From an optimization exercise on the open Yosys and OpenROAD flow, aimed at small area, a short achievable clock period and few clock cycles per item; shortcuts taken in it are not production practice.
At most, simulation tests tie the RTL to the original design; equivalence was not proved.

## aes_enc_core
module aes_enc_core (
    input  wire         clk,
    input  wire         rst,         
    input  wire         key_load,    
    input  wire [1:0]   key_len,     
    input  wire [255:0] key,         
    input  wire         in_valid,
    output reg          in_ready,
    input  wire [127:0] in_data,
    output reg          out_valid,
    output wire [127:0] out_data
);
    reg         l128, l192, l256;    
    reg  [3:0]  nr;                  
    reg  [2:0]  kp;                  
    reg         krdy;                
    reg         v1, w1, vm1, wm1, v2, w2, vm2, wm2;
    reg  [3:0]  r1, rm1, r2, rm2;
    reg  [1:0]  gn;                  
    reg         gopen;               
    wire        lastm2 = (rm2 == nr);
    wire        cont2  = vm2 && !lastm2;             
    wire        accept = in_valid && in_ready;
    reg  [255:0] ks;
    reg  [127:0] h0, h1, rko;
    reg  [31:0]  ksi;                
    reg          ksi_rot;            
    reg  [47:0]  km;                 
    wire [31:0] S7 = ks[31:0];
    wire [31:0] H00 = h0[127:96], H01 = h0[95:64], H02 = h0[63:32], H03 = h0[31:0];
    wire [31:0] H10 = h1[127:96], H11 = h1[95:64], H12 = h1[63:32], H13 = h1[31:0];
  ...
Size: ~10000 cells after synthesis, ~520 I/O pins, ~0.094 mm2 of cells after synthesis.
==> flow/config.mk <==
export PLATFORM = sky130hd
export DESIGN_NAME = aes_enc_core
export DESIGN_NICKNAME = aes_enc_core
export VERILOG_FILES = /design/flow/design.v
export SDC_FILE = /design/flow/constraint.sdc
export NUM_CORES = 8
export LEC_CHECK = 0
export CAP_MARGIN = 20
export CORE_MARGIN = 2
export CORE_UTILIZATION = 50
export CTS_CLUSTER_DIAMETER = 100
export CTS_CLUSTER_SIZE = 20
export SLEW_MARGIN = 20
==> flow/constraint.sdc <==
create_clock -name core_clock -period 10.0 [get_ports {clk}]
set_input_delay 2.0000 -clock core_clock [delete_from_list [all_inputs] [get_ports {clk}]]
set_output_delay 2.0000 -clock core_clock [all_outputs]
set_load 0.01 [all_outputs]
standard.sh (not shown) runs the stock make flow with config.mk's settings and CLKGATE_MAP_FILE= SYNTH_SCRIPT=/design/flow/synth_recipe.tcl, a recipe that flattens the netlist after the stock synthesis.
==> flow/flow/run.sh <==
#!/bin/bash
# Own layout flow: the standard flow (standard.sh, with its synthesis
# script and steps) with these settings changed:
#  - synthesis maps the logic with the ABC script in flow/abc.script (an
#    area-oriented mapping) instead of ORFS's speed script;
#  - the make variables listed in flow/make_vars.txt (one VAR=value per
#    line) are added to both make runs: among them SETUP_SLACK_MARGIN, so
#    that the timing repair steps aim for extra setup slack and the layout is
#    sized for a short period, although the clock stays at the design's.
# Each tool's output goes to a log file of its own in this folder.
set -uo pipefail
W=$PWD
SD=$W/scripts_own
rm -rf "$SD"; mkdir -p "$SD"
for f in "$FLOW_HOME"/scripts/*; do ln -s "$f" "$SD/"; done
rm -f "$SD/abc_area.script"; cp "$W/flow/abc.script" "$SD/abc_area.script"
VARS=()
if [[ -f "$W/flow/make_vars.txt" ]]; then
  while IFS= read -r line; do
    [[ -z "$line" || "$line" == \#* ]] && continue
    VARS+=("$line")
  done < "$W/flow/make_vars.txt"
fi
bash standard.sh SCRIPTS_DIR="$SD" ABC_AREA=1 "${VARS[@]}" synth > "$W/synth.log" 2>&1 || { tail -30 "$W/synth.log"; exit 1; }
bash standard.sh "${VARS[@]}" finish > "$W/layout.log" 2>&1 || { tail -30 "$W/layout.log"; exit 1; }
==> flow/flow/abc.script <==
&get -n
&st
&dch
&nf -R 1000
&put
==> flow/flow/make_vars.txt <==
SETUP_SLACK_MARGIN=6.8
BUFFER_PORTS_ARGS=-buffer_cell sky130_fd_sc_hd__buf_2
The first run completed with no timing, DRC or antenna violations.
Testbench counts at the start, summed over its fixed seeds: cycles 12,694, items 1,687.
Then changed:
==> flow/flow/abc.script (replaced) <==
&get -n
&st
&dch
&nf -a -R 1000
&put
--- a/flow/flow/make_vars.txt
+++ b/flow/flow/make_vars.txt
@@ -2,0 +3 @@
+TNS_END_PERCENT=40
=> Synthesized cell count does not change. Die area stays the same. Routed wire length hardly moves. Clock-buffer cell count stays the same. Area after synthesis is unchanged. Cell area falls by 0.74%. Global-route usage falls by 0.17 points.
Then changed:
==> flow/flow/make_vars.txt (replaced) <==
SETUP_SLACK_MARGIN=7.0
BUFFER_PORTS_ARGS=-buffer_cell sky130_fd_sc_hd__buf_2
=> The changed run passed the timing, design-rule and antenna checks; wire length is higher by 6.6%; synthesized area does not change; first-iteration DRC count grows by about 3%.
Then changed:
--- a/flow/flow/run.sh
+++ b/flow/flow/run.sh
@@ -9 +9,3 @@
-#    sized for a short period, although the clock stays at the design's.
+#    sized for a short period, although the clock stays at the design's;
+#  - before global placement, flow/pre_place.tcl sets a fanout limit, so that
+#    the repair steps build buffer trees for nets with many loads.
@@ -25 +27 @@
-bash standard.sh "${VARS[@]}" finish > "$W/layout.log" 2>&1 || { tail -30 "$W/layout.log"; exit 1; }
+bash standard.sh "${VARS[@]}" PRE_GLOBAL_PLACE_TCL="$W/flow/pre_place.tcl" finish > "$W/layout.log" 2>&1 || { tail -30 "$W/layout.log"; exit 1; }
==> flow/flow/make_vars.txt (replaced) <==
SETUP_SLACK_MARGIN=6.8
BUFFER_PORTS_ARGS=-buffer_cell sky130_fd_sc_hd__buf_2
==> flow/flow/pre_place.tcl (new file) <==
set_max_fanout 24 [current_design]
What happened: Hold slack loses 5.3 ps. Via count decreases by a few percent. Synthesized cell count does not change. Core utilization decreases by 6.4 points. Area after synthesis is unchanged. Non-clock buffer count decreases by 469. Routed wire length decreases by a few percent.

* * *

## v20
aes_enc_core, a different RTL version from the one above (not shown whole).
For scale: roughly 8500 cells after synthesis, roughly 520 I/O pins.
==> flow/config.mk <==
export PLATFORM = sky130hd
export DESIGN_NAME = aes_enc_core
export DESIGN_NICKNAME = aes_enc_core
export VERILOG_FILES = /design/flow/design.v
export SDC_FILE = /design/flow/constraint.sdc
export NUM_CORES = 8
export LEC_CHECK = 0
export CAP_MARGIN = 20
export CORE_MARGIN = 2
export CORE_UTILIZATION = 40
export SLEW_MARGIN = 20
==> flow/constraint.sdc <==
create_clock -name core_clock -period 10.0 [get_ports {clk}]
set_input_delay 2.0000 -clock core_clock [delete_from_list [all_inputs] [get_ports {clk}]]
set_output_delay 2.0000 -clock core_clock [all_outputs]
set_load 0.01 [all_outputs]
==> flow/flow/run.sh <==
#!/bin/bash
# Own layout flow: the standard flow (standard.sh, with its synthesis
# script and steps) with these settings changed:
#  - synthesis maps the logic with the ABC script in flow/abc.script (an
#    area-oriented mapping) instead of ORFS's speed script;
#  - the make variables listed in flow/make_vars.txt (one VAR=value per
#    line) are added to both make runs: among them SETUP_SLACK_MARGIN, so
#    that the timing repair steps aim for extra setup slack and the layout is
#    sized for a short period, although the clock stays at the design's.
# Each tool's output goes to a log file of its own in this folder.
set -uo pipefail
W=$PWD
SD=$W/scripts_own
rm -rf "$SD"; mkdir -p "$SD"
for f in "$FLOW_HOME"/scripts/*; do ln -s "$f" "$SD/"; done
rm -f "$SD/abc_area.script"; cp "$W/flow/abc.script" "$SD/abc_area.script"
VARS=()
if [[ -f "$W/flow/make_vars.txt" ]]; then
  while IFS= read -r line; do
    [[ -z "$line" || "$line" == \#* ]] && continue
    VARS+=("$line")
  done < "$W/flow/make_vars.txt"
fi
bash standard.sh SCRIPTS_DIR="$SD" ABC_AREA=1 "${VARS[@]}" synth > "$W/synth.log" 2>&1 || { tail -30 "$W/synth.log"; exit 1; }
bash standard.sh "${VARS[@]}" finish > "$W/layout.log" 2>&1 || { tail -30 "$W/layout.log"; exit 1; }
==> flow/flow/abc.script <==
strash
dch
map -a
==> flow/flow/make_vars.txt <==
SETUP_SLACK_MARGIN=6.8
BUFFER_PORTS_ARGS=-buffer_cell sky130_fd_sc_hd__buf_2
Here is what was changed in the inputs of v38 compared with v20.
- a change of CORE_UTILIZATION from 40 to 50
==> flow/flow/abc.script <==
&get -n
&st
&dch
&nf -a -R 1000
&put
==> flow/flow/make_vars.txt <==
SETUP_SLACK_MARGIN=6.5
BUFFER_PORTS_ARGS=-buffer_cell sky130_fd_sc_hd__buf_2
==> comparison <==
Changes observed in v38 relative to v20: fraction of cell area in non-clock buffers fell by 3.0 points; slack of the critical path fell by 230 ps.
v20 has higher total routed wirelength than v38.
Wire length of the first global-routing pass in v38 is about 16% below v20.
The category of the most critical setup path comes out flop to output port in one run and flop to flop in the other, namely in v20 and v38 respectively.
v20 has a lower top fanout value on the critical path than v38.
For v49, these inputs were changed with respect to v38:
- CORE_UTILIZATION: 50 -> 40
==> flow/flow/abc.script <==
strash
dch
map -a
==> flow/flow/make_vars.txt <==
SETUP_SLACK_MARGIN=6.2
BUFFER_PORTS_ARGS=-buffer_cell sky130_fd_sc_hd__buf_2
Results
- Compared with v38, in v49 number of levels the H-tree was split into now sits at about the same level; maximum clock rate now sits lower; total wire length has increased; overall die width rose by about 15%.
- On register area, v49 tracks v38 almost exactly.
- v38 -> v49: total grt overflow delta 0, exact match
- Diff v38..v49 | number of flops mapped to enable cells by yosys | unchanged
- The wire length the detailed router placed on met1 in v49 is 1.05 times that in v38.
Inputs modified between v49 and v25:
- changing CORE_UTILIZATION from 40 to 55
==> flow/flow/abc.script <==
&get -n
&st
&dch
&nf -a -R 1000
&put
==> flow/flow/make_vars.txt <==
SETUP_SLACK_MARGIN=6.5
BUFFER_PORTS_ARGS=-buffer_cell sky130_fd_sc_hd__buf_2
## What came out
- Every stage of the flow completed for v25, and the final layout passed the timing, design-rule and antenna checks.
- Summary of v25 over v49: post-synth design cell area decreased by about 5.3% relative to the old numbers; sequential share of layout area increased by 0.34 points relative to the old numbers.
- The hold slack in v25 was higher than what v49 gave.
- [compare] base=v49 new=v25: critical path depth climbed 1, number of buffers inserted to repair setup after CTS climbed 17, fmax climbed 7.4%, placed instance count dropped about 23%.
Edits applied to the flow inputs when going from v25 to v10:
- CORE_UTILIZATION: 55 -> 40
==> flow/flow/abc.script <==
strash
dch
map -a
## What came out
- v10: done, clean on timing, DRC and antenna
- For the utilization of the core after routing, v10 came in 19 points lower than v25 did.
- [compare] base=v25 new=v10: pin count of the biggest net entering global routing saw an increase, critical path depth went up by 1, number of placed instances, taps included went up 2582.
The inputs of v26 differ from those of v10 as listed below.
==> flow/flow/abc.script <==
&get -n
&st
&dch
&nf -a -R 1000
&put
## What came out
Higher maximum clock frequency among v26 and v10: v10. Synthesis-to-finish area growth: v26 vs v10 up 2.6 points. Cells: v26 has fewer instances than v10. Compared with v10, v26 shows sequential share of layout area higher by 1.1 points. Depth of the worst register-to-register path, v26 and v10: smaller value in v26. v26 reports a lower core area than v10 does. Any difference in count of flip-flops and latches between v10 and v26 is small enough to ignore. Summary: with v10 as the reference, design area in v26 moved down by a few percent.
Function was not checked in any run of this note: the RTL went through the layout flow alone.

==> what the ideal ports hide <==
How much do the figures lean on ideal ports? The routed layouts below were timed once more, with nothing changed but the port constraints.
Step 1, drivers: a clkbuf_16 drives clk and a buf_2 each remaining input, both assumed.
Step 2 moves the port delays by t, midway between the first and last clock arrival at a register: inputs arrive t later, outputs are due t later. That takes back most of the time a late clock gives input paths.
a / b / c = ideal / step 1 / step 2; a / b = the first two.
run	shift t [ns]	setup WS [ns]	slew at the worst register clock pin (ns)
the first run of note 1	0.866	6.688 / 6.595 / 5.957	0.11 / 0.11
the second run of note 1	0.865	6.604 / 6.558 / 5.944	0.11 / 0.11
the third run of note 1	0.869	6.699 / 6.603 / 6.116	0.11 / 0.11
the fourth run of note 1	0.872	6.640 / 6.640 / 6.022	0.10 / 0.10
v20	0.888	6.663 / 6.578 / 5.982	0.07 / 0.07
v38	0.845	6.432 / 6.432 / 5.693	0.06 / 0.06
v49	0.875	6.157 / 6.157 / 5.383	0.07 / 0.07
v25	0.841	6.423 / 6.423 / 5.764	0.07 / 0.07
v10	0.855	6.478 / 6.451 / 5.685	0.07 / 0.07
v26	0.888	6.447 / 6.447 / 5.603	0.07 / 0.07
After both steps setup and hold are still met in every run listed. The setup slack of v26, which loses most, moves by 0.000 ns with the drivers and by -0.844 ns with both steps.
